This is an optimization exercise on Yosys and OpenROAD, whose aim is small area and a short achievable clock period, not a production implementation. Function was checked by simulation only, so behaviour that the tests miss may differ from the original.

File: design/flow/config.mk
export PLATFORM = sky130hd
export DESIGN_NAME = ecc80_codec
export DESIGN_NICKNAME = ecc80_codec
export VERILOG_FILES = /design/flow/design.v
export SDC_FILE = /design/flow/constraint.sdc
export NUM_CORES = 4
export LEC_CHECK = 0
export ABC_AREA = 1
export CAP_MARGIN = 20
export CORE_MARGIN = 2
export CORE_UTILIZATION = 55
export PLACE_DENSITY = 0.7
export SLEW_MARGIN = 70
File: design/flow/constraint.sdc
create_clock -name core_clock -period 22.0 [get_ports {clk}]
set_input_delay 4.4000 -clock core_clock [delete_from_list [all_inputs] [get_ports {clk}]]
set_output_delay 4.4000 -clock core_clock [all_outputs]
set_load 0.01 [all_outputs]
File: design/flow/design.v
module ecc80_codec (
    input  wire        clk,
    input  wire        rst,
    input  wire        enc_valid_i,
    input  wire [63:0] enc_data_i,
    output reg         enc_valid_o,
    output reg  [15:0] enc_check_o,
    input  wire        dec_valid_i,
    input  wire [79:0] dec_cw_i,
    output reg         dec_valid_o,
    output reg  [63:0] dec_data_o,
    output reg  [15:0] dec_check_o,
    output reg  [1:0]  dec_err_o
);
    wire [239:0] ex;
    assign ex[0] = enc_data_i[11] ^ enc_data_i[57];
    assign ex[1] = enc_data_i[49] ^ ex[0];
    assign ex[2] = enc_data_i[1] ^ enc_data_i[10];
    assign ex[3] = enc_data_i[4] ^ enc_data_i[9];
    assign ex[4] = enc_data_i[6] ^ enc_data_i[19];
    assign ex[5] = enc_data_i[12] ^ enc_data_i[45];
    assign ex[6] = enc_data_i[29] ^ enc_data_i[43];
    assign ex[7] = enc_data_i[2] ^ enc_data_i[13];
    assign ex[8] = enc_data_i[21] ^ enc_data_i[22];
    assign ex[9] = enc_data_i[30] ^ enc_data_i[44];
    assign ex[10] = enc_data_i[31] ^ enc_data_i[47];
    assign ex[11] = enc_data_i[23] ^ enc_data_i[24];
    assign ex[12] = enc_data_i[25] ^ enc_data_i[46];
    assign ex[13] = enc_data_i[26] ^ enc_data_i[32];
    assign ex[14] = enc_data_i[27] ^ enc_data_i[48];
    assign ex[15] = enc_data_i[38] ^ enc_data_i[63];
    assign ex[16] = enc_data_i[5] ^ enc_data_i[18];
    assign ex[17] = enc_data_i[50] ^ enc_data_i[53];
    assign ex[18] = enc_data_i[0] ^ enc_data_i[17];
    assign ex[19] = enc_data_i[28] ^ enc_data_i[59];
    assign ex[20] = enc_data_i[20] ^ ex[2];
    assign ex[21] = enc_data_i[52] ^ ex[6];
    assign ex[22] = enc_data_i[58] ^ ex[5];
    assign ex[23] = enc_data_i[61] ^ ex[4];
    assign ex[24] = ex[3] ^ ex[18];
    assign ex[25] = enc_data_i[39] ^ ex[8];
    assign ex[26] = enc_data_i[54] ^ ex[10];
    assign ex[27] = enc_data_i[60] ^ ex[7];
    assign ex[28] = enc_data_i[40] ^ ex[11];
    assign ex[29] = enc_data_i[41] ^ ex[12];
    assign ex[30] = enc_data_i[51] ^ ex[1];
    assign ex[31] = enc_data_i[3] ^ enc_data_i[14];
    assign ex[32] = enc_data_i[7] ^ enc_data_i[62];
    assign ex[33] = enc_data_i[16] ^ enc_data_i[42];
    assign ex[34] = enc_data_i[34] ^ ex[19];
    assign ex[35] = ex[9] ^ ex[16];
    assign ex[36] = enc_data_i[56] ^ ex[13];
    assign ex[37] = ex[14] ^ ex[22];
    assign ex[38] = ex[15] ^ ex[24];
    assign ex[39] = enc_data_i[36] ^ ex[23];
    assign ex[40] = ex[21] ^ ex[30];
    assign ex[41] = enc_data_i[15] ^ enc_data_i[55];
    assign ex[42] = enc_data_i[8] ^ ex[17];
    assign ex[43] = enc_data_i[33] ^ ex[28];
    assign ex[44] = enc_data_i[35] ^ ex[35];
    assign ex[45] = ex[20] ^ ex[36];
    assign ex[46] = ex[37] ^ ex[39];
    assign ex[47] = enc_data_i[37] ^ ex[32];
    assign ex[48] = enc_data_i[50] ^ ex[33];
    assign ex[49] = ex[25] ^ ex[34];
    assign ex[50] = ex[26] ^ ex[27];
    assign ex[51] = enc_data_i[62] ^ ex[27];
    assign ex[52] = ex[29] ^ ex[41];
    assign ex[53] = ex[31] ^ ex[38];
    assign ex[54] = enc_data_i[21] ^ enc_data_i[33];
    assign ex[55] = enc_data_i[3] ^ enc_data_i[4];
    assign ex[56] = enc_data_i[11] ^ enc_data_i[15];
    assign ex[57] = enc_data_i[46] ^ enc_data_i[58];
    assign ex[58] = enc_data_i[5] ^ enc_data_i[40];
    assign ex[59] = enc_data_i[0] ^ enc_data_i[37];
    assign ex[60] = enc_data_i[19] ^ enc_data_i[45];
    assign ex[61] = enc_data_i[30] ^ enc_data_i[41];
    assign ex[62] = enc_data_i[32] ^ enc_data_i[54];
    assign ex[63] = enc_data_i[10] ^ enc_data_i[56];
    assign ex[64] = enc_data_i[22] ^ enc_data_i[48];
    assign ex[65] = enc_data_i[12] ^ ex[55];
    assign ex[66] = ex[15] ^ ex[57];
    assign ex[67] = enc_data_i[23] ^ ex[4];
    assign ex[68] = enc_data_i[29] ^ ex[3];
    assign ex[69] = enc_data_i[63] ^ ex[31];
    assign ex[70] = enc_data_i[1] ^ ex[6];
    assign ex[71] = enc_data_i[55] ^ ex[9];
    assign ex[72] = enc_data_i[42] ^ ex[12];
    assign ex[73] = ex[13] ^ ex[17];
    assign ex[74] = enc_data_i[39] ^ ex[2];
    assign ex[75] = ex[25] ^ ex[67];
    assign ex[76] = ex[58] ^ ex[69];
    assign ex[77] = ex[8] ^ ex[70];
    assign ex[78] = ex[11] ^ ex[29];
    assign ex[79] = ex[48] ^ ex[63];
    assign ex[80] = ex[28] ^ ex[64];
    assign ex[81] = enc_data_i[61] ^ ex[34];
    assign ex[82] = enc_data_i[25] ^ ex[26];
    assign ex[83] = ex[33] ^ ex[47];
    assign ex[84] = ex[32] ^ ex[49];
    assign ex[85] = ex[42] ^ ex[50];
    assign ex[86] = ex[1] ^ ex[43];
    assign ex[87] = ex[51] ^ ex[59];
    assign ex[88] = enc_data_i[28] ^ ex[45];
    assign ex[89] = enc_data_i[60] ^ ex[44];
    assign ex[90] = ex[43] ^ ex[45];
    assign ex[91] = ex[44] ^ ex[52];
    assign ex[92] = ex[40] ^ ex[53];
    assign ex[93] = ex[10] ^ ex[40];
    assign ex[94] = ex[46] ^ ex[90];
    assign ex[95] = enc_data_i[2] ^ ex[54];
    assign ex[96] = ex[20] ^ ex[23];
    assign ex[97] = ex[47] ^ ex[95];
    assign ex[98] = ex[37] ^ ex[96];
    assign ex[99] = ex[97] ^ ex[98];
    assign ex[100] = ex[92] ^ ex[99];
    assign ex[101] = enc_data_i[49] ^ enc_data_i[52];
    assign ex[102] = ex[7] ^ ex[56];
    assign ex[103] = ex[101] ^ ex[20];
    assign ex[104] = ex[35] ^ ex[42];
    assign ex[105] = ex[65] ^ ex[66];
    assign ex[106] = ex[102] ^ ex[103];
    assign ex[107] = ex[104] ^ ex[105];
    assign ex[108] = ex[84] ^ ex[106];
    assign ex[109] = ex[107] ^ ex[108];
    assign ex[110] = enc_data_i[11] ^ enc_data_i[16];
    assign ex[111] = enc_data_i[35] ^ enc_data_i[51];
    assign ex[112] = enc_data_i[59] ^ ex[5];
    assign ex[113] = ex[110] ^ ex[111];
    assign ex[114] = ex[68] ^ ex[112];
    assign ex[115] = ex[113] ^ ex[75];
    assign ex[116] = ex[76] ^ ex[114];
    assign ex[117] = ex[85] ^ ex[115];
    assign ex[118] = ex[116] ^ ex[117];
    assign ex[119] = enc_data_i[5] ^ enc_data_i[27];
    assign ex[120] = enc_data_i[36] ^ ex[41];
    assign ex[121] = ex[60] ^ ex[61];
    assign ex[122] = ex[62] ^ ex[119];
    assign ex[123] = ex[66] ^ ex[120];
    assign ex[124] = ex[121] ^ ex[122];
    assign ex[125] = ex[77] ^ ex[123];
    assign ex[126] = ex[124] ^ ex[86];
    assign ex[127] = ex[87] ^ ex[125];
    assign ex[128] = ex[126] ^ ex[127];
    assign ex[129] = ex[14] ^ ex[60];
    assign ex[130] = ex[24] ^ ex[71];
    assign ex[131] = ex[129] ^ ex[78];
    assign ex[132] = ex[79] ^ ex[130];
    assign ex[133] = ex[84] ^ ex[131];
    assign ex[134] = ex[132] ^ ex[93];
    assign ex[135] = ex[133] ^ ex[134];
    assign ex[136] = enc_data_i[17] ^ enc_data_i[63];
    assign ex[137] = ex[136] ^ ex[22];
    assign ex[138] = ex[42] ^ ex[72];
    assign ex[139] = ex[80] ^ ex[137];
    assign ex[140] = ex[138] ^ ex[88];
    assign ex[141] = ex[89] ^ ex[139];
    assign ex[142] = ex[93] ^ ex[140];
    assign ex[143] = ex[141] ^ ex[142];
    assign ex[144] = enc_data_i[9] ^ enc_data_i[18];
    assign ex[145] = enc_data_i[59] ^ ex[7];
    assign ex[146] = ex[9] ^ ex[54];
    assign ex[147] = ex[144] ^ ex[26];
    assign ex[148] = ex[73] ^ ex[145];
    assign ex[149] = ex[146] ^ ex[78];
    assign ex[150] = ex[147] ^ ex[148];
    assign ex[151] = ex[40] ^ ex[46];
    assign ex[152] = ex[149] ^ ex[150];
    assign ex[153] = ex[151] ^ ex[152];
    assign ex[154] = enc_data_i[6] ^ enc_data_i[24];
    assign ex[155] = ex[0] ^ ex[154];
    assign ex[156] = ex[71] ^ ex[72];
    assign ex[157] = ex[73] ^ ex[155];
    assign ex[158] = ex[38] ^ ex[50];
    assign ex[159] = ex[77] ^ ex[81];
    assign ex[160] = ex[156] ^ ex[157];
    assign ex[161] = ex[158] ^ ex[159];
    assign ex[162] = ex[160] ^ ex[161];
    assign ex[163] = enc_data_i[20] ^ enc_data_i[37];
    assign ex[164] = enc_data_i[52] ^ enc_data_i[55];
    assign ex[165] = ex[163] ^ ex[164];
    assign ex[166] = ex[1] ^ ex[36];
    assign ex[167] = ex[165] ^ ex[38];
    assign ex[168] = ex[75] ^ ex[82];
    assign ex[169] = ex[166] ^ ex[89];
    assign ex[170] = ex[167] ^ ex[168];
    assign ex[171] = ex[169] ^ ex[170];
    assign ex[172] = enc_data_i[7] ^ enc_data_i[31];
    assign ex[173] = enc_data_i[38] ^ enc_data_i[55];
    assign ex[174] = enc_data_i[57] ^ ex[16];
    assign ex[175] = ex[17] ^ ex[172];
    assign ex[176] = ex[173] ^ ex[25];
    assign ex[177] = ex[174] ^ ex[175];
    assign ex[178] = ex[176] ^ ex[177];
    assign ex[179] = ex[178] ^ ex[94];
    assign ex[180] = enc_data_i[8] ^ enc_data_i[13];
    assign ex[181] = enc_data_i[56] ^ ex[5];
    assign ex[182] = ex[62] ^ ex[180];
    assign ex[183] = ex[21] ^ ex[29];
    assign ex[184] = ex[74] ^ ex[181];
    assign ex[185] = ex[182] ^ ex[80];
    assign ex[186] = ex[81] ^ ex[183];
    assign ex[187] = ex[184] ^ ex[53];
    assign ex[188] = ex[185] ^ ex[186];
    assign ex[189] = ex[187] ^ ex[188];
    assign ex[190] = enc_data_i[14] ^ enc_data_i[26];
    assign ex[191] = enc_data_i[42] ^ enc_data_i[47];
    assign ex[192] = enc_data_i[53] ^ ex[190];
    assign ex[193] = ex[191] ^ ex[68];
    assign ex[194] = ex[74] ^ ex[192];
    assign ex[195] = ex[51] ^ ex[193];
    assign ex[196] = ex[194] ^ ex[86];
    assign ex[197] = ex[91] ^ ex[195];
    assign ex[198] = ex[196] ^ ex[197];
    assign ex[199] = enc_data_i[2] ^ enc_data_i[24];
    assign ex[200] = enc_data_i[26] ^ enc_data_i[34];
    assign ex[201] = enc_data_i[43] ^ ex[56];
    assign ex[202] = ex[61] ^ ex[199];
    assign ex[203] = ex[200] ^ ex[201];
    assign ex[204] = ex[202] ^ ex[76];
    assign ex[205] = ex[79] ^ ex[82];
    assign ex[206] = ex[203] ^ ex[46];
    assign ex[207] = ex[204] ^ ex[205];
    assign ex[208] = ex[206] ^ ex[207];
    assign ex[209] = enc_data_i[6] ^ enc_data_i[13];
    assign ex[210] = enc_data_i[17] ^ enc_data_i[20];
    assign ex[211] = enc_data_i[31] ^ enc_data_i[35];
    assign ex[212] = enc_data_i[43] ^ enc_data_i[44];
    assign ex[213] = ex[13] ^ ex[14];
    assign ex[214] = ex[19] ^ ex[209];
    assign ex[215] = ex[210] ^ ex[211];
    assign ex[216] = ex[212] ^ ex[65];
    assign ex[217] = ex[213] ^ ex[214];
    assign ex[218] = ex[215] ^ ex[30];
    assign ex[219] = ex[52] ^ ex[83];
    assign ex[220] = ex[216] ^ ex[217];
    assign ex[221] = ex[218] ^ ex[219];
    assign ex[222] = ex[220] ^ ex[221];
    assign ex[223] = enc_data_i[3] ^ enc_data_i[8];
    assign ex[224] = enc_data_i[9] ^ enc_data_i[44];
    assign ex[225] = enc_data_i[47] ^ enc_data_i[48];
    assign ex[226] = enc_data_i[51] ^ ex[0];
    assign ex[227] = ex[16] ^ ex[223];
    assign ex[228] = ex[224] ^ ex[225];
    assign ex[229] = ex[48] ^ ex[226];
    assign ex[230] = ex[227] ^ ex[228];
    assign ex[231] = ex[39] ^ ex[229];
    assign ex[232] = ex[230] ^ ex[87];
    assign ex[233] = ex[88] ^ ex[231];
    assign ex[234] = ex[232] ^ ex[233];
    assign ex[235] = ex[49] ^ ex[83];
    assign ex[236] = ex[85] ^ ex[91];
    assign ex[237] = ex[235] ^ ex[92];
    assign ex[238] = ex[94] ^ ex[236];
    assign ex[239] = ex[237] ^ ex[238];
    wire [15:0] enc_chk;
    assign enc_chk[0] = ~ex[100];
    assign enc_chk[1] = ex[109];
    assign enc_chk[2] = ~ex[118];
    assign enc_chk[3] = ex[128];
    assign enc_chk[4] = ~ex[135];
    assign enc_chk[5] = ~ex[143];
    assign enc_chk[6] = ex[153];
    assign enc_chk[7] = ex[162];
    assign enc_chk[8] = ~ex[171];
    assign enc_chk[9] = ex[179];
    assign enc_chk[10] = ex[189];
    assign enc_chk[11] = ~ex[198];
    assign enc_chk[12] = ~ex[208];
    assign enc_chk[13] = ex[222];
    assign enc_chk[14] = ex[234];
    assign enc_chk[15] = ~ex[239];
    always @(posedge clk) begin
        enc_valid_o <= enc_valid_i & ~rst;
        enc_check_o <= enc_chk;
    end
    function [6:0] gf_mul;
        input [6:0] a;
        input [6:0] b;
        reg   [12:0] p;
        integer i;
        begin
            p = 13'd0;
            for (i = 0; i < 7; i = i + 1)
                if (b[i]) p = p ^ ({6'd0, a} << i);
            for (i = 12; i >= 7; i = i - 1)
                if (p[i]) p = p ^ (13'h89 << (i - 7));
            gf_mul = p[6:0];
        end
    endfunction
    function pos_ok;
        input [6:0] x;
        begin
            case (x)
                7'd1, 7'd2, 7'd3, 7'd4, 7'd5, 7'd6, 7'd8, 7'd9, 7'd10, 7'd11,
                7'd12, 7'd16, 7'd18, 7'd20, 7'd22, 7'd24, 7'd25, 7'd27, 7'd29, 7'd31,
                7'd32, 7'd35, 7'd36, 7'd37, 7'd39, 7'd40, 7'd41, 7'd43, 7'd44, 7'd45,
                7'd47, 7'd48, 7'd50, 7'd51, 7'd53, 7'd54, 7'd55, 7'd57, 7'd58, 7'd61,
                7'd62, 7'd64, 7'd65, 7'd69, 7'd70, 7'd72, 7'd73, 7'd74, 7'd75, 7'd78,
                7'd80, 7'd81, 7'd82, 7'd83, 7'd85, 7'd86, 7'd87, 7'd88, 7'd90, 7'd93,
                7'd94, 7'd95, 7'd96, 7'd97, 7'd100, 7'd102, 7'd106, 7'd107, 7'd108, 7'd109,
                7'd110, 7'd111, 7'd113, 7'd114, 7'd115, 7'd116, 7'd122, 7'd124, 7'd125: pos_ok = 1'b1;
                default: pos_ok = 1'b0;
            endcase
        end
    endfunction
    function pos_chk;
        input [6:0] x;
        begin
            case (x)
                7'd1, 7'd2, 7'd4, 7'd8, 7'd9, 7'd16, 7'd18, 7'd25, 7'd32, 7'd36, 7'd50, 7'd64, 7'd65, 7'd72, 7'd100: pos_chk = 1'b1;
                default: pos_chk = 1'b0;
            endcase
        end
    endfunction
    function [6:0] inv_cube;
        input [6:0] x;
        begin
            inv_cube[0] =
                (x == 7'd1) | (x == 7'd2) | (x == 7'd4) | (x == 7'd6) | (x == 7'd8) | (x == 7'd11) |
                (x == 7'd12) | (x == 7'd14) | (x == 7'd15) | (x == 7'd16) | (x == 7'd18) | (x == 7'd20) |
                (x == 7'd22) | (x == 7'd24) | (x == 7'd30) | (x == 7'd31) | (x == 7'd32) | (x == 7'd35) |
                (x == 7'd36) | (x == 7'd38) | (x == 7'd39) | (x == 7'd40) | (x == 7'd42) | (x == 7'd44) |
                (x == 7'd48) | (x == 7'd49) | (x == 7'd50) | (x == 7'd58) | (x == 7'd59) | (x == 7'd61) |
                (x == 7'd62) | (x == 7'd63) | (x == 7'd64) | (x == 7'd69) | (x == 7'd70) | (x == 7'd71) |
                (x == 7'd72) | (x == 7'd77) | (x == 7'd80) | (x == 7'd82) | (x == 7'd84) | (x == 7'd85) |
                (x == 7'd88) | (x == 7'd90) | (x == 7'd91) | (x == 7'd92) | (x == 7'd93) | (x == 7'd94) |
                (x == 7'd96) | (x == 7'd99) | (x == 7'd100) | (x == 7'd101) | (x == 7'd104) | (x == 7'd105) |
                (x == 7'd106) | (x == 7'd107) | (x == 7'd108) | (x == 7'd112) | (x == 7'd113) | (x == 7'd114) |
                (x == 7'd116) | (x == 7'd120) | (x == 7'd122) | (x == 7'd127);
            inv_cube[1] =
                (x == 7'd4) | (x == 7'd5) | (x == 7'd6) | (x == 7'd7) | (x == 7'd12) | (x == 7'd15) |
                (x == 7'd16) | (x == 7'd18) | (x == 7'd25) | (x == 7'd29) | (x == 7'd30) | (x == 7'd31) |
                (x == 7'd33) | (x == 7'd35) | (x == 7'd36) | (x == 7'd37) | (x == 7'd38) | (x == 7'd39) |
                (x == 7'd43) | (x == 7'd44) | (x == 7'd45) | (x == 7'd47) | (x == 7'd48) | (x == 7'd51) |
                (x == 7'd53) | (x == 7'd55) | (x == 7'd56) | (x == 7'd57) | (x == 7'd58) | (x == 7'd59) |
                (x == 7'd62) | (x == 7'd63) | (x == 7'd64) | (x == 7'd65) | (x == 7'd71) | (x == 7'd73) |
                (x == 7'd74) | (x == 7'd75) | (x == 7'd76) | (x == 7'd78) | (x == 7'd79) | (x == 7'd80) |
                (x == 7'd82) | (x == 7'd83) | (x == 7'd85) | (x == 7'd86) | (x == 7'd87) | (x == 7'd94) |
                (x == 7'd98) | (x == 7'd99) | (x == 7'd103) | (x == 7'd105) | (x == 7'd107) | (x == 7'd110) |
                (x == 7'd111) | (x == 7'd112) | (x == 7'd113) | (x == 7'd115) | (x == 7'd116) | (x == 7'd117) |
                (x == 7'd118) | (x == 7'd120) | (x == 7'd121) | (x == 7'd122);
            inv_cube[2] =
                (x == 7'd13) | (x == 7'd14) | (x == 7'd15) | (x == 7'd16) | (x == 7'd17) | (x == 7'd18) |
                (x == 7'd20) | (x == 7'd21) | (x == 7'd22) | (x == 7'd24) | (x == 7'd25) | (x == 7'd26) |
                (x == 7'd27) | (x == 7'd29) | (x == 7'd30) | (x == 7'd31) | (x == 7'd32) | (x == 7'd36) |
                (x == 7'd37) | (x == 7'd39) | (x == 7'd40) | (x == 7'd41) | (x == 7'd44) | (x == 7'd46) |
                (x == 7'd47) | (x == 7'd49) | (x == 7'd50) | (x == 7'd51) | (x == 7'd52) | (x == 7'd53) |
                (x == 7'd59) | (x == 7'd63) | (x == 7'd67) | (x == 7'd70) | (x == 7'd71) | (x == 7'd73) |
                (x == 7'd75) | (x == 7'd77) | (x == 7'd79) | (x == 7'd80) | (x == 7'd83) | (x == 7'd85) |
                (x == 7'd88) | (x == 7'd89) | (x == 7'd90) | (x == 7'd92) | (x == 7'd93) | (x == 7'd95) |
                (x == 7'd98) | (x == 7'd102) | (x == 7'd103) | (x == 7'd104) | (x == 7'd105) | (x == 7'd109) |
                (x == 7'd111) | (x == 7'd115) | (x == 7'd116) | (x == 7'd118) | (x == 7'd119) | (x == 7'd120) |
                (x == 7'd121) | (x == 7'd124) | (x == 7'd126) | (x == 7'd127);
            inv_cube[3] =
                (x == 7'd3) | (x == 7'd7) | (x == 7'd9) | (x == 7'd10) | (x == 7'd14) | (x == 7'd19) |
                (x == 7'd21) | (x == 7'd25) | (x == 7'd29) | (x == 7'd30) | (x == 7'd38) | (x == 7'd39) |
                (x == 7'd41) | (x == 7'd45) | (x == 7'd46) | (x == 7'd47) | (x == 7'd49) | (x == 7'd52) |
                (x == 7'd53) | (x == 7'd54) | (x == 7'd56) | (x == 7'd57) | (x == 7'd59) | (x == 7'd60) |
                (x == 7'd62) | (x == 7'd63) | (x == 7'd64) | (x == 7'd65) | (x == 7'd67) | (x == 7'd68) |
                (x == 7'd69) | (x == 7'd70) | (x == 7'd71) | (x == 7'd72) | (x == 7'd75) | (x == 7'd77) |
                (x == 7'd80) | (x == 7'd82) | (x == 7'd84) | (x == 7'd87) | (x == 7'd88) | (x == 7'd89) |
                (x == 7'd93) | (x == 7'd94) | (x == 7'd96) | (x == 7'd98) | (x == 7'd99) | (x == 7'd100) |
                (x == 7'd101) | (x == 7'd102) | (x == 7'd103) | (x == 7'd104) | (x == 7'd107) | (x == 7'd108) |
                (x == 7'd110) | (x == 7'd114) | (x == 7'd116) | (x == 7'd117) | (x == 7'd118) | (x == 7'd120) |
                (x == 7'd122) | (x == 7'd123) | (x == 7'd124) | (x == 7'd127);
            inv_cube[4] =
                (x == 7'd2) | (x == 7'd3) | (x == 7'd4) | (x == 7'd5) | (x == 7'd7) | (x == 7'd8) |
                (x == 7'd9) | (x == 7'd12) | (x == 7'd16) | (x == 7'd19) | (x == 7'd22) | (x == 7'd24) |
                (x == 7'd25) | (x == 7'd28) | (x == 7'd30) | (x == 7'd32) | (x == 7'd33) | (x == 7'd35) |
                (x == 7'd36) | (x == 7'd40) | (x == 7'd41) | (x == 7'd44) | (x == 7'd45) | (x == 7'd48) |
                (x == 7'd49) | (x == 7'd51) | (x == 7'd53) | (x == 7'd57) | (x == 7'd60) | (x == 7'd61) |
                (x == 7'd62) | (x == 7'd63) | (x == 7'd64) | (x == 7'd65) | (x == 7'd67) | (x == 7'd70) |
                (x == 7'd72) | (x == 7'd73) | (x == 7'd76) | (x == 7'd78) | (x == 7'd79) | (x == 7'd80) |
                (x == 7'd81) | (x == 7'd84) | (x == 7'd88) | (x == 7'd89) | (x == 7'd91) | (x == 7'd93) |
                (x == 7'd95) | (x == 7'd96) | (x == 7'd97) | (x == 7'd98) | (x == 7'd100) | (x == 7'd105) |
                (x == 7'd107) | (x == 7'd109) | (x == 7'd116) | (x == 7'd118) | (x == 7'd119) | (x == 7'd121) |
                (x == 7'd122) | (x == 7'd124) | (x == 7'd125) | (x == 7'd126);
            inv_cube[5] =
                (x == 7'd7) | (x == 7'd8) | (x == 7'd9) | (x == 7'd10) | (x == 7'd11) | (x == 7'd12) |
                (x == 7'd14) | (x == 7'd17) | (x == 7'd21) | (x == 7'd23) | (x == 7'd24) | (x == 7'd27) |
                (x == 7'd29) | (x == 7'd30) | (x == 7'd31) | (x == 7'd32) | (x == 7'd35) | (x == 7'd36) |
                (x == 7'd37) | (x == 7'd39) | (x == 7'd41) | (x == 7'd45) | (x == 7'd47) | (x == 7'd50) |
                (x == 7'd53) | (x == 7'd58) | (x == 7'd60) | (x == 7'd62) | (x == 7'd66) | (x == 7'd70) |
                (x == 7'd71) | (x == 7'd72) | (x == 7'd74) | (x == 7'd76) | (x == 7'd77) | (x == 7'd78) |
                (x == 7'd79) | (x == 7'd85) | (x == 7'd86) | (x == 7'd87) | (x == 7'd88) | (x == 7'd90) |
                (x == 7'd91) | (x == 7'd94) | (x == 7'd95) | (x == 7'd96) | (x == 7'd97) | (x == 7'd99) |
                (x == 7'd101) | (x == 7'd102) | (x == 7'd105) | (x == 7'd106) | (x == 7'd107) | (x == 7'd110) |
                (x == 7'd111) | (x == 7'd112) | (x == 7'd114) | (x == 7'd116) | (x == 7'd118) | (x == 7'd121) |
                (x == 7'd123) | (x == 7'd124) | (x == 7'd125) | (x == 7'd126);
            inv_cube[6] =
                (x == 7'd5) | (x == 7'd7) | (x == 7'd15) | (x == 7'd19) | (x == 7'd23) | (x == 7'd26) |
                (x == 7'd27) | (x == 7'd28) | (x == 7'd30) | (x == 7'd31) | (x == 7'd32) | (x == 7'd34) |
                (x == 7'd35) | (x == 7'd36) | (x == 7'd40) | (x == 7'd41) | (x == 7'd42) | (x == 7'd44) |
                (x == 7'd47) | (x == 7'd48) | (x == 7'd49) | (x == 7'd50) | (x == 7'd51) | (x == 7'd52) |
                (x == 7'd54) | (x == 7'd55) | (x == 7'd57) | (x == 7'd58) | (x == 7'd59) | (x == 7'd60) |
                (x == 7'd61) | (x == 7'd62) | (x == 7'd64) | (x == 7'd69) | (x == 7'd71) | (x == 7'd72) |
                (x == 7'd74) | (x == 7'd77) | (x == 7'd78) | (x == 7'd80) | (x == 7'd82) | (x == 7'd83) |
                (x == 7'd87) | (x == 7'd88) | (x == 7'd89) | (x == 7'd91) | (x == 7'd92) | (x == 7'd94) |
                (x == 7'd97) | (x == 7'd98) | (x == 7'd100) | (x == 7'd101) | (x == 7'd102) | (x == 7'd103) |
                (x == 7'd104) | (x == 7'd106) | (x == 7'd111) | (x == 7'd113) | (x == 7'd117) | (x == 7'd118) |
                (x == 7'd119) | (x == 7'd121) | (x == 7'd123) | (x == 7'd126);
        end
    endfunction
    wire [79:0] raw = dec_cw_i ^ 80'h99350000000000000000;
    wire [273:0] sx;
    assign sx[0] = raw[40] ^ raw[60];
    assign sx[1] = raw[43] ^ raw[57];
    assign sx[2] = raw[9] ^ raw[36];
    assign sx[3] = raw[10] ^ raw[61];
    assign sx[4] = raw[4] ^ raw[52];
    assign sx[5] = raw[22] ^ raw[35];
    assign sx[6] = raw[45] ^ raw[59];
    assign sx[7] = raw[18] ^ raw[46];
    assign sx[8] = raw[44] ^ raw[58];
    assign sx[9] = raw[12] ^ raw[41];
    assign sx[10] = raw[8] ^ raw[42];
    assign sx[11] = raw[37] ^ sx[2];
    assign sx[12] = sx[0] ^ sx[1];
    assign sx[13] = raw[0] ^ raw[23];
    assign sx[14] = raw[15] ^ raw[34];
    assign sx[15] = raw[24] ^ raw[72];
    assign sx[16] = raw[11] ^ raw[25];
    assign sx[17] = raw[2] ^ raw[73];
    assign sx[18] = raw[6] ^ raw[54];
    assign sx[19] = raw[5] ^ raw[53];
    assign sx[20] = sx[3] ^ sx[8];
    assign sx[21] = raw[38] ^ raw[56];
    assign sx[22] = raw[3] ^ raw[63];
    assign sx[23] = raw[14] ^ raw[33];
    assign sx[24] = raw[1] ^ raw[17];
    assign sx[25] = raw[13] ^ raw[16];
    assign sx[26] = raw[71] ^ raw[74];
    assign sx[27] = sx[7] ^ sx[17];
    assign sx[28] = raw[7] ^ sx[9];
    assign sx[29] = raw[78] ^ sx[5];
    assign sx[30] = raw[62] ^ sx[10];
    assign sx[31] = raw[55] ^ sx[11];
    assign sx[32] = raw[30] ^ sx[12];
    assign sx[33] = raw[31] ^ raw[75];
    assign sx[34] = raw[26] ^ raw[51];
    assign sx[35] = raw[39] ^ raw[77];
    assign sx[36] = raw[27] ^ raw[32];
    assign sx[37] = sx[4] ^ sx[18];
    assign sx[38] = raw[21] ^ sx[16];
    assign sx[39] = raw[20] ^ sx[15];
    assign sx[40] = raw[19] ^ sx[26];
    assign sx[41] = sx[6] ^ sx[25];
    assign sx[42] = sx[14] ^ sx[22];
    assign sx[43] = raw[47] ^ sx[27];
    assign sx[44] = sx[13] ^ sx[31];
    assign sx[45] = raw[68] ^ raw[76];
    assign sx[46] = sx[23] ^ sx[35];
    assign sx[47] = raw[28] ^ sx[19];
    assign sx[48] = raw[50] ^ sx[36];
    assign sx[49] = sx[34] ^ sx[39];
    assign sx[50] = raw[70] ^ sx[42];
    assign sx[51] = raw[29] ^ sx[30];
    assign sx[52] = sx[20] ^ sx[28];
    assign sx[53] = raw[48] ^ sx[40];
    assign sx[54] = sx[32] ^ sx[44];
    assign sx[55] = raw[65] ^ raw[69];
    assign sx[56] = raw[66] ^ sx[24];
    assign sx[57] = raw[67] ^ sx[45];
    assign sx[58] = raw[51] ^ sx[4];
    assign sx[59] = sx[21] ^ sx[33];
    assign sx[60] = sx[38] ^ sx[46];
    assign sx[61] = raw[71] ^ sx[29];
    assign sx[62] = sx[37] ^ sx[48];
    assign sx[63] = raw[31] ^ sx[43];
    assign sx[64] = raw[49] ^ sx[49];
    assign sx[65] = raw[50] ^ raw[68];
    assign sx[66] = raw[1] ^ raw[23];
    assign sx[67] = raw[46] ^ raw[61];
    assign sx[68] = raw[3] ^ raw[32];
    assign sx[69] = raw[75] ^ raw[77];
    assign sx[70] = raw[14] ^ raw[76];
    assign sx[71] = raw[49] ^ raw[60];
    assign sx[72] = raw[35] ^ raw[41];
    assign sx[73] = raw[64] ^ raw[78];
    assign sx[74] = raw[15] ^ raw[28];
    assign sx[75] = raw[26] ^ raw[47];
    assign sx[76] = raw[4] ^ raw[33];
    assign sx[77] = raw[56] ^ sx[6];
    assign sx[78] = raw[21] ^ sx[10];
    assign sx[79] = sx[21] ^ sx[74];
    assign sx[80] = raw[57] ^ sx[68];
    assign sx[81] = raw[70] ^ sx[55];
    assign sx[82] = raw[69] ^ sx[19];
    assign sx[83] = sx[13] ^ sx[33];
    assign sx[84] = raw[67] ^ sx[5];
    assign sx[85] = sx[66] ^ sx[76];
    assign sx[86] = sx[18] ^ sx[23];
    assign sx[87] = sx[15] ^ sx[70];
    assign sx[88] = sx[14] ^ sx[37];
    assign sx[89] = sx[20] ^ sx[82];
    assign sx[90] = sx[47] ^ sx[67];
    assign sx[91] = raw[64] ^ sx[41];
    assign sx[92] = sx[16] ^ sx[84];
    assign sx[93] = sx[24] ^ sx[77];
    assign sx[94] = sx[58] ^ sx[78];
    assign sx[95] = raw[9] ^ sx[28];
    assign sx[96] = sx[30] ^ sx[41];
    assign sx[97] = raw[38] ^ sx[29];
    assign sx[98] = raw[10] ^ sx[12];
    assign sx[99] = sx[11] ^ sx[71];
    assign sx[100] = sx[47] ^ sx[59];
    assign sx[101] = raw[39] ^ sx[52];
    assign sx[102] = sx[52] ^ sx[56];
    assign sx[103] = sx[53] ^ sx[92];
    assign sx[104] = sx[32] ^ sx[50];
    assign sx[105] = sx[61] ^ sx[83];
    assign sx[106] = raw[58] ^ sx[62];
    assign sx[107] = sx[51] ^ sx[60];
    assign sx[108] = sx[95] ^ sx[104];
    assign sx[109] = raw[25] ^ sx[63];
    assign sx[110] = sx[50] ^ sx[102];
    assign sx[111] = sx[64] ^ sx[100];
    assign sx[112] = raw[2] ^ sx[54];
    assign sx[113] = sx[55] ^ sx[29];
    assign sx[114] = sx[57] ^ sx[43];
    assign sx[115] = sx[53] ^ sx[62];
    assign sx[116] = sx[91] ^ sx[113];
    assign sx[117] = sx[107] ^ sx[114];
    assign sx[118] = sx[115] ^ sx[116];
    assign sx[119] = sx[54] ^ sx[110];
    assign sx[120] = sx[111] ^ sx[117];
    assign sx[121] = sx[118] ^ sx[119];
    assign sx[122] = sx[120] ^ sx[121];
    assign sx[123] = raw[66] ^ raw[72];
    assign sx[124] = raw[73] ^ raw[79];
    assign sx[125] = sx[26] ^ sx[69];
    assign sx[126] = sx[73] ^ sx[123];
    assign sx[127] = sx[124] ^ sx[57];
    assign sx[128] = sx[81] ^ sx[125];
    assign sx[129] = sx[126] ^ sx[127];
    assign sx[130] = sx[128] ^ sx[129];
    assign sx[131] = raw[27] ^ raw[36];
    assign sx[132] = raw[56] ^ sx[0];
    assign sx[133] = sx[75] ^ sx[131];
    assign sx[134] = sx[132] ^ sx[133];
    assign sx[135] = sx[51] ^ sx[88];
    assign sx[136] = sx[91] ^ sx[134];
    assign sx[137] = sx[101] ^ sx[105];
    assign sx[138] = sx[135] ^ sx[136];
    assign sx[139] = sx[137] ^ sx[138];
    assign sx[140] = raw[7] ^ raw[11];
    assign sx[141] = raw[48] ^ raw[63];
    assign sx[142] = raw[65] ^ sx[24];
    assign sx[143] = sx[36] ^ sx[72];
    assign sx[144] = sx[140] ^ sx[141];
    assign sx[145] = sx[87] ^ sx[142];
    assign sx[146] = sx[143] ^ sx[144];
    assign sx[147] = sx[90] ^ sx[96];
    assign sx[148] = sx[145] ^ sx[146];
    assign sx[149] = sx[147] ^ sx[148];
    assign sx[150] = sx[54] ^ sx[149];
    assign sx[151] = raw[24] ^ raw[43];
    assign sx[152] = raw[63] ^ raw[77];
    assign sx[153] = sx[9] ^ sx[151];
    assign sx[154] = sx[152] ^ sx[20];
    assign sx[155] = sx[56] ^ sx[79];
    assign sx[156] = sx[86] ^ sx[153];
    assign sx[157] = sx[51] ^ sx[99];
    assign sx[158] = sx[154] ^ sx[155];
    assign sx[159] = sx[156] ^ sx[157];
    assign sx[160] = sx[158] ^ sx[109];
    assign sx[161] = sx[159] ^ sx[160];
    assign sx[162] = raw[8] ^ raw[18];
    assign sx[163] = sx[9] ^ sx[22];
    assign sx[164] = sx[162] ^ sx[59];
    assign sx[165] = sx[163] ^ sx[164];
    assign sx[166] = sx[103] ^ sx[106];
    assign sx[167] = sx[165] ^ sx[166];
    assign sx[168] = sx[112] ^ sx[167];
    assign sx[169] = raw[13] ^ raw[19];
    assign sx[170] = raw[42] ^ raw[59];
    assign sx[171] = sx[45] ^ sx[169];
    assign sx[172] = sx[170] ^ sx[80];
    assign sx[173] = sx[85] ^ sx[171];
    assign sx[174] = sx[31] ^ sx[172];
    assign sx[175] = sx[173] ^ sx[101];
    assign sx[176] = sx[174] ^ sx[111];
    assign sx[177] = sx[175] ^ sx[176];
    assign sx[178] = raw[5] ^ raw[13];
    assign sx[179] = raw[20] ^ raw[24];
    assign sx[180] = raw[34] ^ raw[37];
    assign sx[181] = raw[69] ^ raw[76];
    assign sx[182] = sx[6] ^ sx[17];
    assign sx[183] = sx[21] ^ sx[178];
    assign sx[184] = sx[179] ^ sx[180];
    assign sx[185] = sx[181] ^ sx[182];
    assign sx[186] = sx[183] ^ sx[184];
    assign sx[187] = sx[98] ^ sx[185];
    assign sx[188] = sx[186] ^ sx[106];
    assign sx[189] = sx[107] ^ sx[187];
    assign sx[190] = sx[188] ^ sx[189];
    assign sx[191] = raw[6] ^ raw[55];
    assign sx[192] = raw[59] ^ raw[74];
    assign sx[193] = sx[8] ^ sx[34];
    assign sx[194] = sx[191] ^ sx[192];
    assign sx[195] = sx[193] ^ sx[194];
    assign sx[196] = sx[60] ^ sx[90];
    assign sx[197] = sx[97] ^ sx[195];
    assign sx[198] = sx[196] ^ sx[197];
    assign sx[199] = sx[108] ^ sx[198];
    assign sx[200] = raw[23] ^ sx[0];
    assign sx[201] = sx[25] ^ sx[72];
    assign sx[202] = sx[73] ^ sx[80];
    assign sx[203] = sx[200] ^ sx[201];
    assign sx[204] = sx[53] ^ sx[89];
    assign sx[205] = sx[94] ^ sx[202];
    assign sx[206] = sx[203] ^ sx[204];
    assign sx[207] = sx[205] ^ sx[109];
    assign sx[208] = sx[206] ^ sx[207];
    assign sx[209] = raw[11] ^ raw[16];
    assign sx[210] = raw[19] ^ raw[62];
    assign sx[211] = raw[72] ^ raw[77];
    assign sx[212] = sx[7] ^ sx[65];
    assign sx[213] = sx[209] ^ sx[210];
    assign sx[214] = sx[211] ^ sx[212];
    assign sx[215] = sx[213] ^ sx[88];
    assign sx[216] = sx[89] ^ sx[97];
    assign sx[217] = sx[214] ^ sx[215];
    assign sx[218] = sx[216] ^ sx[217];
    assign sx[219] = sx[112] ^ sx[218];
    assign sx[220] = raw[12] ^ raw[27];
    assign sx[221] = raw[37] ^ raw[53];
    assign sx[222] = sx[3] ^ sx[69];
    assign sx[223] = sx[220] ^ sx[221];
    assign sx[224] = sx[79] ^ sx[85];
    assign sx[225] = sx[222] ^ sx[223];
    assign sx[226] = sx[43] ^ sx[49];
    assign sx[227] = sx[96] ^ sx[224];
    assign sx[228] = sx[225] ^ sx[103];
    assign sx[229] = sx[226] ^ sx[227];
    assign sx[230] = sx[228] ^ sx[229];
    assign sx[231] = raw[8] ^ raw[17];
    assign sx[232] = raw[44] ^ raw[62];
    assign sx[233] = sx[2] ^ sx[231];
    assign sx[234] = sx[232] ^ sx[27];
    assign sx[235] = sx[38] ^ sx[41];
    assign sx[236] = sx[81] ^ sx[86];
    assign sx[237] = sx[233] ^ sx[98];
    assign sx[238] = sx[234] ^ sx[235];
    assign sx[239] = sx[236] ^ sx[64];
    assign sx[240] = sx[105] ^ sx[237];
    assign sx[241] = sx[238] ^ sx[239];
    assign sx[242] = sx[240] ^ sx[241];
    assign sx[243] = raw[22] ^ sx[35];
    assign sx[244] = sx[65] ^ sx[39];
    assign sx[245] = sx[58] ^ sx[243];
    assign sx[246] = sx[93] ^ sx[244];
    assign sx[247] = sx[245] ^ sx[63];
    assign sx[248] = sx[246] ^ sx[108];
    assign sx[249] = sx[247] ^ sx[248];
    assign sx[250] = raw[18] ^ raw[29];
    assign sx[251] = raw[54] ^ sx[1];
    assign sx[252] = sx[3] ^ sx[19];
    assign sx[253] = sx[250] ^ sx[42];
    assign sx[254] = sx[46] ^ sx[57];
    assign sx[255] = sx[251] ^ sx[252];
    assign sx[256] = sx[61] ^ sx[93];
    assign sx[257] = sx[94] ^ sx[99];
    assign sx[258] = sx[253] ^ sx[254];
    assign sx[259] = sx[255] ^ sx[256];
    assign sx[260] = sx[257] ^ sx[258];
    assign sx[261] = sx[259] ^ sx[260];
    assign sx[262] = raw[22] ^ raw[45];
    assign sx[263] = raw[52] ^ raw[60];
    assign sx[264] = raw[73] ^ sx[7];
    assign sx[265] = sx[75] ^ sx[262];
    assign sx[266] = sx[263] ^ sx[38];
    assign sx[267] = sx[40] ^ sx[48];
    assign sx[268] = sx[87] ^ sx[264];
    assign sx[269] = sx[265] ^ sx[266];
    assign sx[270] = sx[267] ^ sx[268];
    assign sx[271] = sx[44] ^ sx[269];
    assign sx[272] = sx[270] ^ sx[110];
    assign sx[273] = sx[271] ^ sx[272];
    wire       sp = sx[122];
    wire       t  = sx[130];
    wire [6:0] s1, s3;
    assign s1[0] = sx[139];
    assign s1[1] = sx[150];
    assign s1[2] = sx[161];
    assign s1[3] = sx[168];
    assign s1[4] = sx[177];
    assign s1[5] = sx[190];
    assign s1[6] = sx[199];
    assign s3[0] = sx[208];
    assign s3[1] = sx[219];
    assign s3[2] = sx[230];
    assign s3[3] = sx[242];
    assign s3[4] = sx[249];
    assign s3[5] = sx[261];
    assign s3[6] = sx[273];
    reg  v_q1;
    reg  [79:0] r_q1;
    reg  sp_q1;
    reg  t_q1;
    reg  [6:0] s1_q1;
    reg  [6:0] s3_q1;
    always @(posedge clk) begin
        v_q1 <= dec_valid_i & ~rst;
        r_q1 <= dec_cw_i;
        sp_q1 <= sp;
        t_q1 <= t;
        s1_q1 <= s1;
        s3_q1 <= s3;
    end
    wire [6:0] wv = gf_mul(s3_q1, inv_cube(s1_q1));
    wire       clean = ~sp_q1 & (s1_q1 == 7'd0) & (s3_q1 == 7'd0);
    wire       wunit = (wv == 7'd1);
    wire       wtr   = wv[0];
    wire [6:0] y;
    assign y[0] = 1'b0;
    assign y[1] = wv[2] ^ wv[3] ^ wv[4] ^ wv[6];
    assign y[2] = wv[3] ^ wv[4] ^ wv[6];
    assign y[3] = wv[5] ^ wv[6];
    assign y[4] = wv[1] ^ wv[2] ^ wv[4];
    assign y[5] = wv[3] ^ wv[5] ^ wv[6];
    assign y[6] = wv[3] ^ wv[6];
    reg  v_q2;
    reg  [79:0] r_q2;
    reg  sp_q2;
    reg  t_q2;
    reg  [6:0] s1_q2;
    reg  clean_q2;
    reg  wunit_q2;
    reg  wtr_q2;
    reg  [6:0] y_q2;
    always @(posedge clk) begin
        v_q2 <= v_q1 & ~rst;
        r_q2 <= r_q1;
        sp_q2 <= sp_q1;
        t_q2 <= t_q1;
        s1_q2 <= s1_q1;
        clean_q2 <= clean;
        wunit_q2 <= wunit;
        wtr_q2 <= wtr;
        y_q2 <= y;
    end
    wire [6:0] x1 = gf_mul(s1_q2, y_q2);
    wire [6:0] x2 = x1 ^ s1_q2;
    wire ok1 = pos_ok(x1);
    wire ok2 = pos_ok(x2);
    wire ch1 = pos_chk(x1);
    wire ch2 = pos_chk(x2);
    wire one = sp_q2 & wunit_q2 & ok2;
    wire two = ~sp_q2 & ~clean_q2 & wtr_q2 & ok1 & ok2 & (t_q2 == (ch1 ^ ch2));
    wire fix = one | two;
    wire [79:0] flip;
    assign flip[79] = (clean_q2 & t_q2) | (one & (t_q2 ^ ch2));
    assign flip[64] = fix & ((x1 == 7'd1) | (x2 == 7'd1));
    assign flip[65] = fix & ((x1 == 7'd2) | (x2 == 7'd2));
    assign flip[66] = fix & ((x1 == 7'd4) | (x2 == 7'd4));
    assign flip[67] = fix & ((x1 == 7'd8) | (x2 == 7'd8));
    assign flip[68] = fix & ((x1 == 7'd16) | (x2 == 7'd16));
    assign flip[69] = fix & ((x1 == 7'd32) | (x2 == 7'd32));
    assign flip[70] = fix & ((x1 == 7'd64) | (x2 == 7'd64));
    assign flip[71] = fix & ((x1 == 7'd9) | (x2 == 7'd9));
    assign flip[72] = fix & ((x1 == 7'd18) | (x2 == 7'd18));
    assign flip[73] = fix & ((x1 == 7'd36) | (x2 == 7'd36));
    assign flip[74] = fix & ((x1 == 7'd72) | (x2 == 7'd72));
    assign flip[75] = fix & ((x1 == 7'd25) | (x2 == 7'd25));
    assign flip[76] = fix & ((x1 == 7'd50) | (x2 == 7'd50));
    assign flip[77] = fix & ((x1 == 7'd100) | (x2 == 7'd100));
    assign flip[78] = fix & ((x1 == 7'd65) | (x2 == 7'd65));
    assign flip[0] = fix & ((x1 == 7'd11) | (x2 == 7'd11));
    assign flip[1] = fix & ((x1 == 7'd22) | (x2 == 7'd22));
    assign flip[2] = fix & ((x1 == 7'd44) | (x2 == 7'd44));
    assign flip[3] = fix & ((x1 == 7'd88) | (x2 == 7'd88));
    assign flip[4] = fix & ((x1 == 7'd57) | (x2 == 7'd57));
    assign flip[5] = fix & ((x1 == 7'd114) | (x2 == 7'd114));
    assign flip[6] = fix & ((x1 == 7'd109) | (x2 == 7'd109));
    assign flip[7] = fix & ((x1 == 7'd83) | (x2 == 7'd83));
    assign flip[8] = fix & ((x1 == 7'd47) | (x2 == 7'd47));
    assign flip[9] = fix & ((x1 == 7'd94) | (x2 == 7'd94));
    assign flip[10] = fix & ((x1 == 7'd53) | (x2 == 7'd53));
    assign flip[11] = fix & ((x1 == 7'd106) | (x2 == 7'd106));
    assign flip[12] = fix & ((x1 == 7'd93) | (x2 == 7'd93));
    assign flip[13] = fix & ((x1 == 7'd51) | (x2 == 7'd51));
    assign flip[14] = fix & ((x1 == 7'd102) | (x2 == 7'd102));
    assign flip[15] = fix & ((x1 == 7'd69) | (x2 == 7'd69));
    assign flip[16] = fix & ((x1 == 7'd3) | (x2 == 7'd3));
    assign flip[17] = fix & ((x1 == 7'd6) | (x2 == 7'd6));
    assign flip[18] = fix & ((x1 == 7'd12) | (x2 == 7'd12));
    assign flip[19] = fix & ((x1 == 7'd24) | (x2 == 7'd24));
    assign flip[20] = fix & ((x1 == 7'd48) | (x2 == 7'd48));
    assign flip[21] = fix & ((x1 == 7'd96) | (x2 == 7'd96));
    assign flip[22] = fix & ((x1 == 7'd73) | (x2 == 7'd73));
    assign flip[23] = fix & ((x1 == 7'd27) | (x2 == 7'd27));
    assign flip[24] = fix & ((x1 == 7'd54) | (x2 == 7'd54));
    assign flip[25] = fix & ((x1 == 7'd108) | (x2 == 7'd108));
    assign flip[26] = fix & ((x1 == 7'd81) | (x2 == 7'd81));
    assign flip[27] = fix & ((x1 == 7'd43) | (x2 == 7'd43));
    assign flip[28] = fix & ((x1 == 7'd86) | (x2 == 7'd86));
    assign flip[29] = fix & ((x1 == 7'd37) | (x2 == 7'd37));
    assign flip[30] = fix & ((x1 == 7'd74) | (x2 == 7'd74));
    assign flip[31] = fix & ((x1 == 7'd29) | (x2 == 7'd29));
    assign flip[32] = fix & ((x1 == 7'd58) | (x2 == 7'd58));
    assign flip[33] = fix & ((x1 == 7'd116) | (x2 == 7'd116));
    assign flip[34] = fix & ((x1 == 7'd97) | (x2 == 7'd97));
    assign flip[35] = fix & ((x1 == 7'd75) | (x2 == 7'd75));
    assign flip[36] = fix & ((x1 == 7'd31) | (x2 == 7'd31));
    assign flip[37] = fix & ((x1 == 7'd62) | (x2 == 7'd62));
    assign flip[38] = fix & ((x1 == 7'd124) | (x2 == 7'd124));
    assign flip[39] = fix & ((x1 == 7'd113) | (x2 == 7'd113));
    assign flip[40] = fix & ((x1 == 7'd107) | (x2 == 7'd107));
    assign flip[41] = fix & ((x1 == 7'd95) | (x2 == 7'd95));
    assign flip[42] = fix & ((x1 == 7'd55) | (x2 == 7'd55));
    assign flip[43] = fix & ((x1 == 7'd110) | (x2 == 7'd110));
    assign flip[44] = fix & ((x1 == 7'd85) | (x2 == 7'd85));
    assign flip[45] = fix & ((x1 == 7'd35) | (x2 == 7'd35));
    assign flip[46] = fix & ((x1 == 7'd70) | (x2 == 7'd70));
    assign flip[47] = fix & ((x1 == 7'd5) | (x2 == 7'd5));
    assign flip[48] = fix & ((x1 == 7'd10) | (x2 == 7'd10));
    assign flip[49] = fix & ((x1 == 7'd20) | (x2 == 7'd20));
    assign flip[50] = fix & ((x1 == 7'd40) | (x2 == 7'd40));
    assign flip[51] = fix & ((x1 == 7'd80) | (x2 == 7'd80));
    assign flip[52] = fix & ((x1 == 7'd41) | (x2 == 7'd41));
    assign flip[53] = fix & ((x1 == 7'd82) | (x2 == 7'd82));
    assign flip[54] = fix & ((x1 == 7'd45) | (x2 == 7'd45));
    assign flip[55] = fix & ((x1 == 7'd90) | (x2 == 7'd90));
    assign flip[56] = fix & ((x1 == 7'd61) | (x2 == 7'd61));
    assign flip[57] = fix & ((x1 == 7'd122) | (x2 == 7'd122));
    assign flip[58] = fix & ((x1 == 7'd125) | (x2 == 7'd125));
    assign flip[59] = fix & ((x1 == 7'd115) | (x2 == 7'd115));
    assign flip[60] = fix & ((x1 == 7'd111) | (x2 == 7'd111));
    assign flip[61] = fix & ((x1 == 7'd87) | (x2 == 7'd87));
    assign flip[62] = fix & ((x1 == 7'd39) | (x2 == 7'd39));
    assign flip[63] = fix & ((x1 == 7'd78) | (x2 == 7'd78));
    wire [1:0] err;
    assign err = clean_q2 ? {1'b0, t_q2} : one ? {t_q2 ^ ch2, ~(t_q2 ^ ch2)} : two ? 2'd2 : 2'd3;
    always @(posedge clk) begin
        dec_valid_o <= v_q2 & ~rst;
        {dec_check_o, dec_data_o} <= r_q2 ^ flip;
        dec_err_o   <= err;
    end
endmodule
File: design/flow/run.sh
#!/bin/bash
# synth_recipe.tcl (not shown) runs the flow's synth.tcl, then flattens the netlist and writes it again
# the make line also repeats each setting of config.mk as NAME=value (left out here)
make -C /OpenROAD-flow-scripts/flow DESIGN_CONFIG=/design/flow/config.mk WORK_HOME=/design/flow/orfs CLKGATE_MAP_FILE= SYNTH_SCRIPT=/design/flow/synth_recipe.tcl finish
==> summary.md, run 1 <==
| Metric | Value |
|---|---|
| Status | `finished clean` |
| Most frequent CP cell | `xor2_1` |
| Most frequent cells in the layout | `720 x nand2_1, 288 x dfxtp_1, 256 x xnor2_1, 256 x xor2_1, 245 x clkdlybuf4s50_1` |
| MaxCap Viol Count | `0` |
| Fill cell count | `2704` |
| Worst EP arrival | `7.11 ns` |
| Worst Skew | `between 0.02 and 0.025 ns` |
| Detailed router's first-iteration violation count | `1985` |
| Die Area | `around 34000 sq um` |
| Total clock sinks | `296` |
| Fmax | `roughly 0.15 GHz` |
| Area contributors post-synth | `dfxtp_1 33%, nand2_1 15%, xnor2_1 13%` |
| Die Wd | `about 190 um` |
| Final hold vios | `0` |
| Nets | `2917` |
| Resize count post-CTS | `0` |
| DP HPWL | `approximately 52000 um` |
| CTS tree | `done` |
| Routed vias/inst | `5.57` |
| First-pass GRT wire length | `approximately 97000 um` |
| CP startpoint kind | `input port` |
| Most common cell after layout, fill and taps aside | `nand2_1` |
| Clock Pin Slew Worst Setup and Hold Paths | `0.07 ns` |
| CP Data Required Time | `approximately 22 ns` |
| Final WL | `approximately 65000 um` |
| Crit. End Element | `flip-flop` |
| Port buffer count | `about 250` |
| Buffer depth of the longest clock path | `3` |
| Synth Area per Inst | `between 7 and 8 sq um` |
| Yosys cell types | `between 40 and 50` |
| DRT Pass-1 Iters | `10` |
| Die height | `186 um` |
| GRT Residual Overflow | `0` |
| Main synth FF type | `dfxtp_1` |
| Hold Crit Class | `reg2reg` |
| RSZ-0062 raised after global routing | `false` |
| Hold path endpoint | `r_q2[49]` |
| Clock H-tree levels | `1` |
| Number of synthesized register bits | `296` |
| Initial core utilization | `around 56%` |
| Vias | `between 15000 and 20000` |
| Postcts setup bufs | `0` |
| Dominant delay contributor by cell family on the critical path | `XOR/XNOR gates` |
| Mapped Cells | `~2500` |
| GRT Overall Usage | `36.7%` |
| Placed Area | `between 20000 and 25000 sq um` |
| Final ANT Viol Nets | `0` |
| Max_slew headroom | `between 60% and 70%` |
| Synthesis-to-layout area growth | `22.5%` |
| Fin crit share | `between 30% and 40%` |
| CP Cell Sequence | `clkdlybuf4s50_1 -> xnor2_1 -> xor2_1 -> xor2_1 -> xor2_1 -> xor2_2 -> xor2_1 -> xor2_1 -> xor2_1` |
| Crit path kind | `in2reg` |
| Async S/R FF share, synth | `0%` |
| Top cell type's share of synthesized area | `32.6%` |
| Post-synth EDFFs | `0` |
| Hold wc startpoint | `r_q1[49]` |
| Layout cells sized above 1 | `under 10%` |
| Tightest Pin Transition | `slightly below 0.5 ns` |
| Hold depth | `0` |
| Largest net degree at the start of global routing | `64` |
| Routability Congestion | `approximately 1.1` |
| Vias in the first global route | `17356` |
| Synth Cell Area | `18200 sq um` |
| Syn_nets | `about 2700` |
| Finished layout cell area | `around 22000 sq um` |
| FF-to-FF End | `dec_data_o[61]` |
| Period minus WS final | `between 6 and 7 ns` |
| Ports | `around 250` |
| CP max FO | `3` |
| Slowest cell delay on critical path | `0.56 ns` |
| Sequential fraction of the synthesis area | `32.6%` |
| Post-route DRC | `0` |
| Register-to-register setup slack | `~17 ns` |
| Synth area leader | `dfxtp_1` |
| Finish-stage setup viols | `0` |
| Clock tree root driver cell | `clkbuf_16` |
| Pins Over Slew Limit | `0` |
| Yosys Warn Count | `1` |
| Final setup TNS | `0 ns` |
| Core area | `~33000 sq um` |
| CTS Buf Count | `28` |
| Worst skew pair latency | `about 0.57 ns` |
| # hold bufs at CTS | `0` |
| Rows | `between 60 and 70` |
| Slowest CP cell | `clkdlybuf4s50_1` |
| Routed wire length per instance | `about 20 um` |
| Initial antenna violation count | `5` |
| R2r startpoint | `y_q2[5]` |
| R2r worst-path depth | `26` |
| CP Buf/Inv Count | `1` |
==> worst register-to-register path, cell delays in order, from the launching register on <==
cell and delay [ns]:
dfxtp_1 0.56, nand2_1 0.12, nand3_1 0.08, nand2_1 0.08
inv_1 0.09, nand2_1 0.05, nand3_1 0.08, nand2_2 0.14
xor2_2 0.34, nand2_1 0.09, nand2_1 0.24, inv_1 0.13
ha_1 0.36, nand3_1 0.32, nor2_1 0.07, nor2_1 0.13
nand2_1 0.07, nor2_1 0.18, nand3_1 0.15, nand3_1 0.13
nand3_2 0.14, nand2_8 0.30, buf_8 0.33, buf_12 0.30
nand2_1 0.09, nand2_1 0.08, nand2_1 0.07
==> registers in the layout (all words and copies together) (netlist names), 2 cells and up <==
register     flops
dec_data_o      64
s3_q1            7
y_q2             6
s1_q1            7
s1_q2            7
dec_err_o        2
dec_check_o     16
r_q2            80
r_q1            80
enc_check_o     16
==> cell type report <==
class | instances | area, sq um | area share, %
Multi-Input combinational cell | 1916 | 11200 | 50.5
Sequential cell | 296 | 5940 | 26.7
Timing Repair Buffer | 254 | 2530 | 11.4
Clock inverter | 16 | 230 | 1.03
Clock buffer | 35 | 777 | 3.49
Antenna cell | 3 | 7.51 | 0.0337
Inverter | 259 | 972 | 4.37
Tap cell | 442 | 553 | 2.49
==> how the worst max path moves through the flow <==
stage	startpoint	slack, ns	to	cells after the start
6_report	dec_cw_i[36]	15.38	sp_q1	9
5_1_grt	dec_cw_i[36]	15.30	sp_q1	9
4_1_cts	dec_cw_i[36]	15.46	sp_q1	9
3_5_place_dp	dec_cw_i[36]	14.92	sp_q1	9
3_3_place_gp	dec_cw_i[36]	14.82	sp_q1	9
2_1_floorplan	dec_cw_i[36]	15.73	sp_q1	8
==> cell usage after synthesis, drive strengths merged, types with 7 or more instances <==
| cell type | number |
|---|---|
| inv | 253 |
| a21oi | 26 |
| nor3 | 23 |
| clkbuf | 8 |
| nand4 | 22 |
| nand3 | 209 |
| ha | 14 |
| xnor2 | 280 |
| nand3b | 11 |
| o22ai | 68 |
| dfxtp | 296 |
| nor2 | 175 |
| nor4 | 7 |
| nand2 | 741 |
| buf | 43 |
| xor2 | 262 |
| o21ai | 54 |
==> stage by stage <==
step / instances / hold slack, ns / setup slack [ns] / utilization [%]
finish: 3221 / 0.313 / 15.38 / 68.4
global route: 3219 / 0.317 / 15.30 / 68.4
CTS: 3218 / 0.313 / 15.46 / 67.9
detailed placement: 3167 / 0.312 / 14.92 / 64.8
global placement: 3165 / 0.310 / 14.82 / 64.1
floorplan: 2522 / 0.310 / 15.73 / -
==> metal layers <==
layer / routed length (um) / vias up / track usage [%]
met3: 5610 / 315 / 5.71
li1: - / 8367 / -
met1: 23600 / 8114 / 41.8
met2: 30900 / 1151 / 63.5
met4: 5040 / 4 / 24.7
met5: 34 / - / 0
==> cell families after synthesis <==
family,count (synthesis),synth area share (%)
and+or+nand+nor,1199,27.8
adders and majority gates,14,0.965
xor gates and xnor gates,542,26.2
AOI/OAI and AO/OA,161,5.09
DFF,296,32.6
buffers and inverters,310,7.30
==> run 2: changes to the inputs <==
==> design/flow/flow/run.sh (new file) <==
#!/bin/bash
# The standard layout (the standard.sh on the ORFS finish target), with one
# change: the buffers that buffer_ports puts on every input and output port are
# sky130_fd_sc_hd__buf_1 instead of the cell OpenROAD picks by default.
# The whole make output goes to standard.log in the work folder; ORFS also
# keeps each step's own log under orfs/logs/.
set -euo pipefail
cd "$(dirname "$0")/.."
bash standard.sh "BUFFER_PORTS_ARGS=-buffer_cell sky130_fd_sc_hd__buf_1" finish > standard.log 2>&1
==> design/flow/standard.sh (new file) <==
#!/bin/bash
# synth_recipe.tcl (not shown) runs the flow's synth.tcl, then flattens the netlist and writes it again
# the make line also repeats each setting of config.mk as NAME=value (left out here)
make -C /OpenROAD-flow-scripts/flow DESIGN_CONFIG=/design/flow/config.mk WORK_HOME=/design/flow/orfs CLKGATE_MAP_FILE= SYNTH_SCRIPT=/design/flow/synth_recipe.tcl "${@:-finish}"
removed: design/flow/run.sh
==> summary.md, run 2 <==
| Metric | Value |
|---|---|
| Status | `finished clean` |
| Detailed router's first-iteration violation count | `slightly above 2000` |
| Yosys cell types | `41` |
| Postcts setup bufs | `0` |
| Final hold vios | `0` |
| Ports | `roughly 250` |
| Period minus WS final | `6.22 ns` |
| GRT Overall Usage | `35.9%` |
| CP Cell Sequence | `buf_1 -> xnor2_1 -> xor2_1 -> xor2_1 -> xor2_1 -> xor2_1 -> xor2_1 -> xor2_1 -> xor2_1` |
| Most frequent cells in the layout | `718 x nand2_1, 285 x dfxtp_1, 255 x xor2_1, 254 x xnor2_1, 243 x buf_1` |
| Main synth FF type | `dfxtp_1` |
| Levels on crit path | `9` |
| Crit. End Element | `flip-flop` |
| Rows | `between 60 and 70` |
| Initial core utilization | `a little under three fifths` |
| Final WL | `approximately 64000 um` |
| Post-synth EDFFs | `0` |
| Clock tree root driver cell | `clkbuf_16` |
| Routed wire length per instance | `between 15 and 20 um` |
| # hold bufs at CTS | `0` |
| Initial antenna violation count | `8` |
| CP Data Required Time | `between 20 and 25 ns` |
| Die Wd | `186 um` |
| Finish-stage setup viols | `0` |
| Slowest CP cell | `xor2_1` |
| Largest net degree at the start of global routing | `63` |
| Mapped Cells | `roughly 2500` |
| MaxCap Viol Count | `0` |
| Most frequent CP cell | `xor2_1` |
| Hold Crit Class | `reg2reg` |
| Vias | `between 15000 and 20000` |
| Syn_nets | `2684` |
| Vias in the first global route | `16738` |
| Pins Over Slew Limit | `0` |
| First-pass GRT wire length | `94000 um` |
| Clock Pin Slew Worst Setup and Hold Paths | `0.07 ns` |
| Area contributors post-synth | `dfxtp_1 33%, nand2_1 15%, xnor2_1 13%` |
| Worst EP arrival | `6.69 ns` |
| Most instantiated cells after synthesis | `725 x nand2_1, 296 x dfxtp_1, 279 x xnor2_1, 262 x xor2_1, 229 x inv_1` |
| Synth Area per Inst | `7.20 sq um` |
| Min Hold Slack | `around 0.31 ns` |
| Crit path kind | `in2reg` |
| Hold depth | `0` |
| Most numerous cell in the Yosys netlist | `nand2_1` |
| Post-route DRC | `0` |
| Nets | `between 2000 and 3000` |
| Buffer depth of the longest clock path | `3` |
| Number of synthesized register bits | `296` |
| Port buffer count | `~250` |
| Dominant delay contributor by cell family on the critical path | `XOR/XNOR gates` |
| Layout cells sized above 1 | `6.92%` |
| Die height | `186 um` |
| Worst Skew | `around 0.024 ns` |
| Clock H-tree levels | `1` |
| Core area | `between 30000 and 40000 sq um` |
| RSZ-0062 raised after global routing | `false` |
| Synthesis-to-layout area growth | `14.1%` |
| Routed vias/inst | `5.48` |
| Synth area leader | `dfxtp_1` |
| CTS Buf Count | `28` |
| Sequential fraction of the synthesis area | `32.6%` |
| Final setup TNS | `0 ns` |
| Final ANT Viol Nets | `0` |
| Resize count post-CTS | `0` |
| DRT Pass-1 Iters | `7` |
| Most common cell after layout, fill and taps aside | `nand2_1` |
| DP HPWL | `52000 um` |
| Yosys Warn Count | `1` |
| Tightest Pin Transition | `between 0.4 and 0.5 ns` |
| CP Buf/Inv Count | `1` |
| GRT Residual Overflow | `0` |
| Synth Cell Area | `between 15000 and 20000 sq um` |
| R2r worst-path depth | `25` |
| Fin crit share | `~28%` |
| Routability Congestion | `1.01` |
| Total clock sinks | `a little under 300` |
| CP max FO | `3` |
| Max_slew headroom | `about 68%` |
| CP startpoint kind | `input port` |
| Fmax | `between 0.15 and 0.2 GHz` |
| Die Area | `roughly 34000 sq um` |
| Async S/R FF share, synth | `0%` |
| Top cell type's share of synthesized area | `32.6%` |
| Worst skew pair latency | `~0.55 ns` |
| CTS tree | `done` |
| Slowest cell delay on critical path | `between 0.3 and 0.4 ns` |
[run 2: cell counts after synthesis]
No cell type changed its count.
[run 2: per-layer routing]
metal / up-vias / GRT usage (%) / wire, um
met5: - / 0 / 20
met4: 4 / 22.3 / 4570
met3: 279 / 5.58 / 5290
met2: 980 / 61.6 / 30200
met1: 8020 / 41.9 / 23900
li1: 8358 / - / -
[run 2: worst paths after layout]
| kind | from | to | slack [ns] |
|---|---|---|---|
| worst max-delay path | dec_cw_i[36] | sp_q1 | 15.78 |
| worst min-delay path | r_q1[19] | r_q2[19] | 0.31 |
| worst max register to register | y_q2[5] | dec_data_o[29] | 17.41 |
| worst min register to register | r_q1[19] | r_q2[19] | 0.31 |
[run 2: stage by stage]
step / setup slack [ns] / area, sq um / util (%) / std cells
floorplan: 15.73 / 18200 / - / 2522
global placement: 15.29 / 19300 / 59.4 / 3164
detailed placement: 15.32 / 19600 / 60.3 / 3166
CTS: 15.84 / 20600 / 63.2 / 3215
global route: 15.63 / 20700 / 63.6 / 3217
finish: 15.78 / 20700 / 63.7 / 3220
[run 2: cell families after synthesis]
kind of cell               count (synthesis)  synth area share (%)
buffers and inverters                    310                  7.30
DFF                                      296                  32.6
and+or+nand+nor                         1199                  27.8
xor gates and xnor gates                 542                  26.2
adders and majority gates                 14                 0.965
AOI/OAI and AO/OA                        161                  5.09
[run 2: final cells by class]
class | instances | area (sq um)
Fill cell | 2903 | 11800
Multi-Input combinational cell | 1916 | 11300
Sequential cell | 296 | 5940
Timing Repair Buffer | 253 | 1010
Inverter | 259 | 973
Clock buffer | 39 | 792
Tap cell | 442 | 553
Clock inverter | 10 | 133
Antenna cell | 5 | 12.5
[run 2: worst register-to-register path: cells and delay by family (launching register included)]
family / cells / cell delay (ns)
AND/OR/NAND/NOR: 19 / 2.50
buffers and inverters: 4 / 0.74
flip-flops: 1 / 0.57
XOR/XNOR: 1 / 0.34
adder cells (fa/ha/maj): 1 / 0.33

## port drivers added, routing unchanged
The flow's constraints put no driver on any port. The routed layouts listed below were extracted and timed again, unchanged, in two steps.
Step 1 (the two cells are an assumption about what drives the block):
set clk [get_ports {clk}]
set_driving_cell -lib_cell sky130_fd_sc_hd__clkbuf_16 $clk
set_driving_cell -lib_cell sky130_fd_sc_hd__buf_2 [delete_from_list [all_inputs] $clk]
Step 2, shift: input delay + t, output delay - t, t = (earliest + latest rising clock arrival at the registers) / 2. This alone moves slack from input paths to output paths.
a / b / c = ideal / step 1 / step 2; a / b = the first two.
| run | t, ns | slack for setup (ns) | hold WS [ns] | worst register clock-pin slew, ns | worst slew at a driven data input, ns |
|---|---|---|---|---|---|
| run 1 | 0.607 | 15.375 / 15.400 / 14.793 | 0.313 / 0.313 / 0.313 | 0.07 / 0.07 | 0.10 |
| run 2 | 0.591 | 15.779 / 15.806 / 15.215 | 0.309 / 0.309 / 0.309 | 0.07 / 0.07 | 0.09 |
After both steps setup and hold are still met in every run listed. The setup slack of run 1, which loses most, moves by +0.025 ns with the drivers and by -0.582 ns with both steps.
